Context: an optimization exercise on an open-source flow, tuned for small area, a short achievable clock period and few clock cycles per item. The choices shown serve that exercise and are no tape-out recipe. Only simulation tests tie the RTL to the original design; equivalence was not proved. Power is estimated from default activity; no workload was simulated.

### design/flow/design.v
module chk_channel (
    input  wire        clk,
    input  wire        rst,
    input  wire        req_valid,
    output wire        req_ready,
    input  wire        req_write,
    input  wire [9:0]  req_addr,      
    input  wire [31:0] req_wdata,
    input  wire [3:0]  req_src,       
    output reg         resp_valid,
    output reg  [1:0]  resp_status,
    output reg  [31:0] resp_rdata
);
    localparam [1:0] ST_OK    = 2'd0;
    localparam [1:0] ST_RANGE = 2'd1;
    localparam [1:0] ST_BUSY  = 2'd2;
    localparam [1:0] CS_NONE     = 2'd0;
    localparam [1:0] CS_OPEN     = 2'd1;
    localparam [1:0] CS_COMPLETE = 2'd2;
    localparam [1:0] CS_INVALID  = 2'd3;
    localparam [9:0] A_POLY    = 10'h040;
    localparam [9:0] A_CFG     = 10'h041;
    localparam [9:0] A_INIT    = 10'h042;
    localparam [9:0] A_LEN     = 10'h043;
    localparam [9:0] A_CONTEXT = 10'h044;
    localparam [9:0] A_START   = 10'h045;
    localparam [9:0] A_FEED_B  = 10'h048;
    localparam [9:0] A_FEED_H  = 10'h049;
    localparam [9:0] A_FEED_W  = 10'h04A;
    localparam [9:0] A_RESULT  = 10'h04C;
    localparam [9:0] A_STATUS  = 10'h04D;
    localparam [9:0] A_HALF    = 10'h07C;
    localparam [9:0] A_INTRAW  = 10'h07D;
    localparam [9:0] A_INVAL   = 10'h07E;
    localparam [9:0] A_DRAIN   = 10'h07F;
    localparam [31:0] RST_POLY = 32'h1EDC_6F41;
    localparam [31:0] RST_MU   = 32'h1F91_CAF6;    
    localparam integer MU_STEPS = 8;
    localparam integer MU_CYC   = 32 / MU_STEPS;
    reg [31:0] poly;
    reg [5:0]  width;
    reg        refin, refout, finv;
    reg [31:0] init;
    reg [15:0] len;
    reg [31:0] context_w;
    reg        drain;
    reg [31:0] poly_al;       
    reg [31:0] init_al;       
    reg [31:0] mu;            
    reg        mu_ok;
    reg        mu_run;
    reg [31:0] mu_x;
    reg [1:0]  mu_cnt;
    reg [1:0]  cstate;
    reg        read_f;
    reg        reject_f;
    reg [3:0]  starter;
    reg [15:0] count;
    reg [31:0] crc;           
    reg [5:0]  run_width;     
    reg        run_refout, run_finv;
    reg [39:0] cnt_comp;
    reg [47:0] cnt_bytes;
    reg [39:0] cnt_rej;
    reg [39:0] cnt_aband;
    reg [39:0] cnt_inval;
    reg [4:0]  half;
    reg [3:0]  int_raw;
    reg [31:0] snap_lo [0:4];
    reg [4:0]  snap_v;
    reg        rdy;
    reg        r_v;
    reg        r_w;
    reg [9:0]  r_a;
    reg [31:0] r_d;
    reg [3:0]  r_s;
    reg        r_crc;         
    assign req_ready = rdy;
    wire accept = req_valid && rdy;
    function [31:0] width_mask;
        input [5:0] w;
        begin
            width_mask = (w >= 6'd32) ? 32'hFFFF_FFFF : ((32'd1 << w) - 32'd1);
        end
    endfunction
    function [31:0] rev32;
        input [31:0] v;
        integer i;
        begin
            for (i = 0; i < 32; i = i + 1) rev32[i] = v[31-i];
        end
    endfunction
    function [31:0] rev_bytes;
        input [31:0] v;
        integer i;
        begin
            for (i = 0; i < 32; i = i + 1) rev_bytes[i] = v[(i & ~7) + 7 - (i & 7)];
        end
    endfunction
    function [31:0] crc_word;
        input [31:0] v;
        input [31:0] m;
        input [31:0] p;
        reg   [31:0] q;
        integer i, j;
        begin
            q = v;
            for (j = 0; j < 31; j = j + 1)
                for (i = j + 1; i < 32; i = i + 1)
                    q[j] = q[j] ^ (v[i] & m[32+j-i]);
            crc_word = 32'd0;
            for (j = 0; j < 32; j = j + 1)
                for (i = 0; i <= j; i = i + 1)
                    crc_word[j] = crc_word[j] ^ (q[i] & p[j-i]);
        end
    endfunction
    wire        stall     = r_v && r_crc && !mu_ok;
    wire        exec      = r_v && !stall;
    wire        is_open   = (cstate == CS_OPEN);
    wire        f_b       = (r_a == A_FEED_B);
    wire        f_h       = (r_a == A_FEED_H);
    wire        f_w       = (r_a == A_FEED_W);
    wire [2:0]  feed_n    = f_b ? 3'd1 : f_h ? 3'd2 : 3'd4;
    wire [16:0] count_sum = {1'b0, count} + {14'd0, feed_n};
    wire        feed_rej  = !is_open || (len != 16'd0 && count_sum > {1'b0, len});
    wire [15:0] count_new = count_sum[16] ? 16'hFFFF : count_sum[15:0];
    wire        w_start   = exec && r_w && r_a == A_START && r_d[0] && !drain;
    wire        w_feed    = exec && r_w && (f_b || f_h || f_w) && !drain && !feed_rej;
    wire [31:0] wmask     = width_mask(width);
    wire        fold      = r_d[1];
    wire [31:0] din_al    = (r_a == A_START) ? context_w :
                            f_b ? {r_d[7:0], 24'd0} :
                            f_h ? {r_d[15:0], 16'd0} : r_d;
    wire [31:0] din       = refin ? rev_bytes(din_al) : din_al;
    wire [31:0] cbase     = (r_a == A_START) ? init_al : crc;
    wire [31:0] cu        = cbase ^ ((r_a == A_START && !fold) ? 32'd0 : din);
    wire        k0        = (r_a == A_START) && !fold;
    wire        k8        = (r_a != A_START) && f_b;
    wire        k16       = (r_a != A_START) && f_h;
    wire [31:0] cv        = k0  ? 32'd0 :
                            k8  ? {24'd0, cu[31:24]} :
                            k16 ? {16'd0, cu[31:16]} : cu;
    wire [31:0] cpass     = k0  ? cu :
                            k8  ? {cu[23:0], 8'd0} :
                            k16 ? {cu[15:0], 16'd0} : 32'd0;
    wire [31:0] crc_next  = crc_word(cv, mu, poly_al) ^ cpass;
    wire [5:0]  run_shift  = 6'd32 - run_width;
    wire [31:0] raw_result = run_refout ? rev32(crc) : (crc >> run_shift);
    wire [31:0] result     = run_finv ? (raw_result ^ width_mask(run_width)) : raw_result;
    wire [31:0] status_word = {count, 8'd0, starter, reject_f, read_f, cstate};
    wire        al_cfg   = (r_a == A_CFG);
    wire [5:0]  al_w     = al_cfg ? r_d[5:0] : width;
    wire [5:0]  al_sh    = 6'd32 - al_w;
    wire [31:0] al_poly  = (al_cfg ? poly : r_d) << al_sh;
    wire [31:0] al_init  = (al_cfg ? init : r_d) << al_sh;
    wire        is_cnt    = (r_a >= 10'h080) && (r_a <= 10'h089);
    wire [2:0]  cnt_idx   = r_a[3:1];
    wire        cnt_hi    = !r_a[0];
    reg  [47:0] cnt_live;
    always @(*) begin
        case (cnt_idx)
            3'd0:    cnt_live = {8'd0, cnt_comp};
            3'd1:    cnt_live = cnt_bytes;
            3'd2:    cnt_live = {8'd0, cnt_rej};
            3'd3:    cnt_live = {8'd0, cnt_aband};
            default: cnt_live = {8'd0, cnt_inval};
        endcase
    end
    wire [31:0] cnt_rd = cnt_hi ? {16'd0, cnt_live[47:32]} :
                         (snap_v[cnt_idx] ? snap_lo[cnt_idx] : cnt_live[31:0]);
    wire        mu_restart = exec && r_w && (r_a == A_POLY || r_a == A_CFG);
    wire        mu_done    = mu_run && mu_cnt == MU_CYC - 1;
    wire        mu_ok_next = mu_restart ? 1'b0 : (mu_ok || mu_done);
    reg  [31:0] mu_xs;
    reg  [MU_STEPS-1:0] mu_q;
    integer s;
    always @(*) begin
        mu_xs = (mu_cnt == 2'd0) ? poly_al : mu_x;
        for (s = MU_STEPS - 1; s >= 0; s = s - 1) begin
            mu_q[s] = mu_xs[31];
            mu_xs   = {mu_xs[30:0], 1'b0} ^ (mu_xs[31] ? poly_al : 32'd0);
        end
    end
    wire in_crc    = req_write && (req_addr == A_START || req_addr == A_FEED_B ||
                                   req_addr == A_FEED_H || req_addr == A_FEED_W);
    wire rv_next   = accept || (r_v && !exec);
    wire rcrc_next = accept ? in_crc : r_crc;
    integer k;
    always @(posedge clk) begin
        if (rst) begin
            rdy   <= 1'b1;
            r_v   <= 1'b0;
            r_crc <= 1'b0;
        end else begin
            rdy   <= !(rv_next && rcrc_next && !mu_ok_next);
            r_v   <= rv_next;
            r_crc <= rcrc_next;
        end
        if (accept) begin
            r_w <= req_write;
            r_a <= req_addr;
            r_d <= req_wdata;
            r_s <= req_src;
        end
    end
    always @(posedge clk) begin
        if (rst) begin
            mu     <= RST_MU;
            mu_ok  <= 1'b1;
            mu_run <= 1'b0;
            mu_cnt <= 2'd0;
        end else if (mu_restart) begin
            mu_ok  <= 1'b0;
            mu_run <= 1'b1;
            mu_cnt <= 2'd0;
        end else if (mu_run) begin
            mu     <= {mu[31-MU_STEPS:0], mu_q};
            mu_cnt <= mu_cnt + 2'd1;
            if (mu_done) begin
                mu_run <= 1'b0;
                mu_ok  <= 1'b1;
            end
        end
        if (mu_run)
            mu_x <= mu_xs;
    end
    always @(posedge clk) begin
        if (rst) begin
            poly        <= RST_POLY;
            width       <= 6'd32;
            refin       <= 1'b1;
            refout      <= 1'b1;
            finv        <= 1'b1;
            init        <= 32'hFFFF_FFFF;
            poly_al     <= RST_POLY;
            init_al     <= 32'hFFFF_FFFF;
            len         <= 16'd0;
            context_w   <= 32'd0;
            drain       <= 1'b0;
            cstate      <= CS_NONE;
            read_f      <= 1'b0;
            reject_f    <= 1'b0;
            starter     <= 4'd0;
            count       <= 16'd0;
            crc         <= 32'd0;
            run_width   <= 6'd32;
            run_refout  <= 1'b0;
            run_finv    <= 1'b0;
            cnt_comp    <= 40'd0;
            cnt_bytes   <= 48'd0;
            cnt_rej     <= 40'd0;
            cnt_aband   <= 40'd0;
            cnt_inval   <= 40'd0;
            half        <= 5'd0;
            int_raw     <= 4'd0;
            snap_v      <= 5'd0;
            for (k = 0; k < 5; k = k + 1) snap_lo[k] <= 32'd0;
            resp_valid  <= 1'b0;
            resp_status <= ST_OK;
            resp_rdata  <= 32'd0;
        end else begin
            resp_valid <= exec;
            if (w_start || w_feed)
                crc <= crc_next;
            if (exec) begin
                resp_status <= ST_OK;
                resp_rdata  <= 32'd0;
                if (r_w) begin
                    case (r_a)
                        A_POLY: begin
                            if (is_open || (r_d & ~wmask) != 32'd0 || !r_d[0])
                                resp_status <= ST_RANGE;
                            else begin
                                poly    <= r_d;
                                poly_al <= al_poly;
                            end
                        end
                        A_CFG: begin
                            if (is_open || r_d[5:0] < 6'd8 || r_d[5:0] > 6'd32)
                                resp_status <= ST_RANGE;
                            else begin
                                width   <= r_d[5:0];
                                refin   <= r_d[8];
                                refout  <= r_d[9];
                                finv    <= r_d[10];
                                poly_al <= al_poly;
                                init_al <= al_init;
                            end
                        end
                        A_INIT: begin
                            if (is_open || (r_d & ~wmask) != 32'd0)
                                resp_status <= ST_RANGE;
                            else begin
                                init    <= r_d;
                                init_al <= al_init;
                            end
                        end
                        A_LEN: begin
                            if (is_open)
                                resp_status <= ST_RANGE;
                            else
                                len <= r_d[15:0];
                        end
                        A_CONTEXT: context_w <= r_d;
                        A_START: begin
                            if (r_d[0]) begin
                                if (drain) begin
                                    resp_status <= ST_BUSY;
                                end else begin
                                    if (is_open) begin
                                        cnt_aband <= cnt_aband + 40'd1;
                                        if (!cnt_aband[39] && cnt_aband[38:0] == {39{1'b1}}) begin
                                            half[3]    <= 1'b1;
                                            int_raw[3] <= 1'b1;
                                        end
                                    end
                                    cnt_comp <= cnt_comp + 40'd1;
                                    if (!cnt_comp[39] && cnt_comp[38:0] == {39{1'b1}}) begin
                                        half[0]    <= 1'b1;
                                        int_raw[3] <= 1'b1;
                                    end
                                    cstate     <= CS_OPEN;
                                    count      <= 16'd0;
                                    read_f     <= 1'b0;
                                    reject_f   <= 1'b0;
                                    starter    <= r_s;
                                    run_width  <= width;
                                    run_refout <= refout;
                                    run_finv   <= finv;
                                end
                            end
                        end
                        A_FEED_B, A_FEED_H, A_FEED_W: begin
                            if (drain) begin
                                resp_status <= ST_BUSY;
                            end else if (feed_rej) begin
                                resp_status <= ST_RANGE;
                                reject_f    <= 1'b1;
                                int_raw[1]  <= 1'b1;
                                cnt_rej     <= cnt_rej + 40'd1;
                                if (!cnt_rej[39] && cnt_rej[38:0] == {39{1'b1}}) begin
                                    half[2]    <= 1'b1;
                                    int_raw[3] <= 1'b1;
                                end
                            end else begin
                                count     <= count_new;
                                cnt_bytes <= cnt_bytes + {45'd0, feed_n};
                                if (!cnt_bytes[47] && (cnt_bytes + {45'd0, feed_n}) >> 47 != 48'd0) begin
                                    half[1]    <= 1'b1;
                                    int_raw[3] <= 1'b1;
                                end
                                if (len != 16'd0 && count_new == len) begin
                                    cstate <= CS_COMPLETE;
                                    if (!starter[3]) int_raw[0] <= 1'b1;
                                end
                            end
                        end
                        A_HALF:   half    <= half & ~r_d[4:0];
                        A_INTRAW: int_raw <= int_raw & ~r_d[3:0];
                        A_INVAL: begin
                            if (r_d[0] && is_open) begin
                                cstate     <= CS_INVALID;
                                int_raw[2] <= 1'b1;
                                cnt_inval  <= cnt_inval + 40'd1;
                                if (!cnt_inval[39] && cnt_inval[38:0] == {39{1'b1}}) begin
                                    half[4]    <= 1'b1;
                                    int_raw[3] <= 1'b1;
                                end
                            end
                        end
                        A_DRAIN: drain <= r_d[0];
                        default: ;
                    endcase
                end else begin
                    case (r_a)
                        A_POLY:    resp_rdata <= poly;
                        A_CFG:     resp_rdata <= {21'd0, finv, refout, refin, 2'd0, width};
                        A_INIT:    resp_rdata <= init;
                        A_LEN:     resp_rdata <= {16'd0, len};
                        A_CONTEXT: resp_rdata <= context_w;
                        A_RESULT: begin
                            if (cstate == CS_COMPLETE) begin
                                resp_rdata <= result;
                                read_f     <= 1'b1;
                            end else if (is_open) begin
                                resp_rdata <= result;
                                if (len == 16'd0) begin
                                    cstate <= CS_COMPLETE;
                                    read_f <= 1'b1;
                                    if (!starter[3]) int_raw[0] <= 1'b1;
                                end
                            end
                        end
                        A_STATUS:  resp_rdata <= status_word;
                        A_HALF:    resp_rdata <= {27'd0, half};
                        A_INTRAW:  resp_rdata <= {28'd0, int_raw};
                        A_DRAIN:   resp_rdata <= {31'd0, drain};
                        default: begin
                            if (is_cnt) begin
                                resp_rdata <= cnt_rd;
                                if (cnt_hi) begin
                                    snap_lo[cnt_idx] <= cnt_live[31:0];
                                    snap_v[cnt_idx]  <= 1'b1;
                                end
                            end
                        end
                    endcase
                end
            end
        end
    end
endmodule
### design/flow/run.sh
#!/bin/bash
# synth_recipe.tcl (not shown) runs the flow's synth.tcl, then flattens the netlist and writes it again
# the make line also repeats each setting of config.mk as NAME=value (left out here)
make -C /OpenROAD-flow-scripts/flow DESIGN_CONFIG=/design/flow/config.mk WORK_HOME=/design/flow/orfs CLKGATE_MAP_FILE= SYNTH_SCRIPT=/design/flow/synth_recipe.tcl finish
### design/flow/config.mk
export PLATFORM = sky130hd
export DESIGN_NAME = chk_channel
export DESIGN_NICKNAME = chk_channel
export VERILOG_FILES = /design/flow/design.v
export SDC_FILE = /design/flow/constraint.sdc
export NUM_CORES = 4
export LEC_CHECK = 0
export CAP_MARGIN = 20
export CORE_MARGIN = 2
export CORE_UTILIZATION = 40
export PLACE_DENSITY = 0.6
export SLEW_MARGIN = 20
### design/flow/constraint.sdc
create_clock -name core_clock -period 20.0 [get_ports {clk}]
set_input_delay 4.0000 -clock core_clock [delete_from_list [all_inputs] [get_ports {clk}]]
set_output_delay 4.0000 -clock core_clock [all_outputs]
set_load 0.01 [all_outputs]
==> results.py <==
metrics = {
    "status": {
        "status": "timing/DRC/antenna clean",
    },
    "cells_and_area": {
        "nets": 8310,
        "layout.cells.non_filler": 10511,
        "area_delta_synth_final_pct": 9.90,
        "n_fill_cell": 16535,
        "drive_above_1_share_pct": 7.36,
    },
    "power": {
        "total_power_mw": 6.93,
        "ir_worst_vdd_v": 0.0000959,
        "p_leak_nw": 27.7,
        "p_per_area_nw_per_um2": 93.2,
    },
    "setup_path": {
        "required_ns": 20.68,
        "cp_num_buf_inv": 2,
        "worst-setup-path-type": "reg -> reg",
        "cp.arrival_ns": 9.18,
        "critPathLaunchType": "flop",
        "crit_path_max_fanout": 22,
        "worst_path_most_repeated_cell": "a21oi_1",
        "end_kind": "flop",
        "worst_path_dominant_cell_family": "simple AND/OR/NAND/NOR gates",
        "cp_slowest_cell": "inv_1",
        "max_stage_delay_ns": 0.76,
    },
    "clock_network": {
        "numCtsBuffers": 102,
        "postCtsSetupBuffers": 0,
        "clk_path_buf_depth": 3,
        "cts-root-buf": "clkbuf_16",
        "cts_tree": "done",
        "clk_latency_ns": 0.79,
        "cts_resized": 0,
        "postCtsHoldBufs": 0,
        "cts_sinks": 884,
        "path_clk_slew_ns": 0.06,
        "cts_htree_levels": 3,
    },
    "synth": {
        "synth-simple-area-share_pct": 21.8,
        "synth.ff_latch_count": 884,
        "synth_edf_count": 335,
        "synth_compound_area_share_pct": 13.7,
        "synth.area.mux_share_pct": 7.86,
        "netlist_area_um2": 67700,
        "synth_adder_area_share_pct": 0.891,
        "synth_top_flop_cell": "dfxtp_1",
        "yosys.area.top_type": "dfxtp_1",
        "synth_top_family_by_area": "simple AND/OR/NAND/NOR gates",
        "synth_xor_area_share_pct": 19.9,
        "yosys_warnings": 1,
        "synth.avg_cell_area_um2": 8.07,
        "yosysUniqueCellTypes": 119,
        "synthArstFlopShare_pct": 0,
        "syn-instance-count": 8379,
        "synthTopCellsByArea": "dfxtp_1 16%, edfxtp_1 15%, xnor2_1 13%, nand2_1 9.7%, nor2_1 5.0%",
        "synth_top_area_share_pct": 16.2,
        "seq_area_frac_synth_pct": 31.1,
    },
    "place": {
        "dpl.cell_count": 10311,
        "place_congestion": 1.03,
        "io_buffers": 85,
        "dp_hpwl_mm": 195,
    },
    "run": {
        "maxCapViolations": 0,
    },
    "sta": {
        "setup_viol": 0,
        "worstMarginPinSlew_ns": 1.37,
        "maxSlewHeadroom_pct": 8.53,
        "finalMaxSlewViolations": 0,
        "finalCriticalPeriod_ns": 8.50,
        "setup_tns_ns": 0,
        "period_share_pct": 42.5,
        "rsz0062_at_grt": "false",
        "clock_skew_ns": 0.0862,
        "finalHoldViolations": 0,
        "fmax_mhz": 118,
    },
    "global_route": {
        "antenna_found_initial": 12,
        "overflow": 0,
        "grt_max_degree": 183,
        "grt_pass1_vias": 58734,
        "grt_pass1_wl_mm": 404,
        "grt_util_all_layers_pct": 31.0,
    },
    "hold_path": {
        "min_path_type": "reg -> reg",
    },
    "floorplan": {
        "dieWidth_um": 415,
        "design.core.area_um2": 168000,
        "die-area_um2": 172000,
        "ioPinCount": 86,
        "die_height_um": 415,
        "start_util_pct": 40.4,
        "num_rows": 150,
    },
    "drt": {
        "num_vias": 63888,
        "routed_wl_mm": 277,
        "drcViolationCount": 0,
        "drtIter0Drc": 8988,
        "vias_per_cell": 6.08,
        "postRouteAntennaNets": 0,
        "wl_per_cell_um": 26.4,
        "drtPass1Iterations": 9,
    },
}
where the power goes:
part | switching, mW | internal [mW]
clock | 0.847 | 1.17
combinational | 1.64 | 1.36
sequential | 0.0197 | 1.90
worst paths after layout:
path	from	end	slack, ns	cells after the start
worst min register to register	int_raw[1]	int_raw[1]	0.46	2
worst max register to register	r_a[7]	cnt_bytes[36]	11.50	25
worst min-delay path	int_raw[1]	int_raw[1]	0.46	2
worst max-delay path	r_a[7]	cnt_bytes[36]	11.50	25
synth_stat cells, drive strengths merged (85+ instances only):
master	number
mux2i	321
and3	103
nand2	1744
inv	120
a211oi	95
clkbuf	476
edfxtp	335
buf	180
a22oi	140
nor3	217
xor2	321
dfxtp	549
a21oi	407
o21ai	237
xnor2	983
nor2	902
nand3	226
xnor3	85
area by class of cell:
cell class                      count  area, µm²  area share (%)
Sequential cell                   884      21100            28.3
Multi-Input combinational cell   6811      44100            59.2
Antenna cell                        8       20.0          0.0269
Clock buffer                      138       2850            3.83
Tap cell                         2204       2760            3.71
Inverter                          123        464           0.624
Clock inverter                     52        747            1.00
Timing Repair Buffer              291       2410            3.24
metrics by stage:
step                      cell area (µm²)  setup slack, ns  util [%]  hold WS [ns]
after floorplan                     68000            13.06         -         0.431
after global placement              70700            11.83      42.2         0.447
after detailed placement            70700            11.72      42.2         0.449
after CTS                           74300            11.66      44.3         0.460
after global routing                74300            10.80      44.4         0.479
final                               74400            11.50      44.4         0.464
per-layer routing:
layer	global-route usage, %	share of wire [%]	vias to the layer above
met4	15.1	5.5	6
met5	0	0.014	-
met3	7.58	12	732
met1	42.8	41	30881
met2	45.0	42	3866
li1	-	-	28403
cells in the final DEF (no fill, tap or decap), drive strengths merged, types with 24 or more instances in the layout:
cell type | Yosys | routed
nand2 | 1744 | 1744
xnor2 | 983 | 983
nor2 | 902 | 902
dfxtp | 549 | 549
a21oi | 407 | 407
edfxtp | 335 | 335
mux2i | 321 | 321
xor2 | 321 | 321
o21ai | 237 | 237
nand3 | 226 | 226
nor3 | 217 | 217
buf | 180 | 205
a22oi | 140 | 140
clkbuf | 476 | 140
inv | 120 | 123
and3 | 103 | 103
conb | 1 | 96
a211oi | 95 | 95
xnor3 | 85 | 85
clkdlybuf4s50 | 0 | 84
a31oi | 82 | 82
mux4 | 77 | 77
a221oi | 71 | 71
or3 | 63 | 63
o211ai | 60 | 60
nand4 | 50 | 50
ha | 45 | 45
o22ai | 39 | 39
nor2b | 36 | 36
clkinv | 3 | 34
mux2 | 30 | 30
a32oi | 29 | 29
o221ai | 25 | 25
and2 | 24 | 24
state kept, by name, indices dropped and copies added (netlist names), 40 cells and up, named ones only:
name	count
cnt_bytes	48
cnt_comp	40
cnt_rej	40
cnt_aband	40
snap_lo	256
cnt_inval	40
worst reg2reg max path, delay by kind of cell, from the launching register on:
| family | cells | cell delay [ns] |
|---|---|---|
| simple gates | 10 | 3.60 |
| compound gates | 9 | 1.96 |
| buf+inv | 2 | 1.02 |
| fa+ha+maj | 3 | 0.91 |
| xor+xnor | 1 | 0.48 |
| flops | 1 | 0.45 |
logic make-up after synthesis:
| kind of cell | count (synthesis) |
|---|---|
| and+or+nand+nor | 3465 |
| xor gates and xnor gates | 1390 |
| AOI/OAI and AO/OA | 1385 |
| DFF | 884 |
| buffers and inverters | 779 |
| muxes | 428 |
| adders and majority gates | 47 |
| other | 1 |
Testbench counts, summed over its fixed seeds: cycles 13,484, bytes 39,606.

-- port drivers added, routing unchanged --
No port has a modelled driver above. Below, the same layout with a new extraction and two added sets of constraints. Step 1 assumes that a clkbuf_16 drives the clock port and a buf_2 every other input. Step 2 moves the port delays by t, midway between the first and last clock arrival at a register: inputs arrive t later, outputs are due t later. That takes back most of the time a late clock gives input paths. a / b / c = no drivers / after step 1 / after step 2; a / b = the first two.
t (ns): 0.834
setup WS [ns]: 11.499 / 11.499 / 11.499
worst register clock-pin slew, ns: 0.07 / 0.07
After both steps setup and hold are still met in this run. The setup slack of this run moves by 0.000 ns with the drivers and by 0.000 ns with both steps.
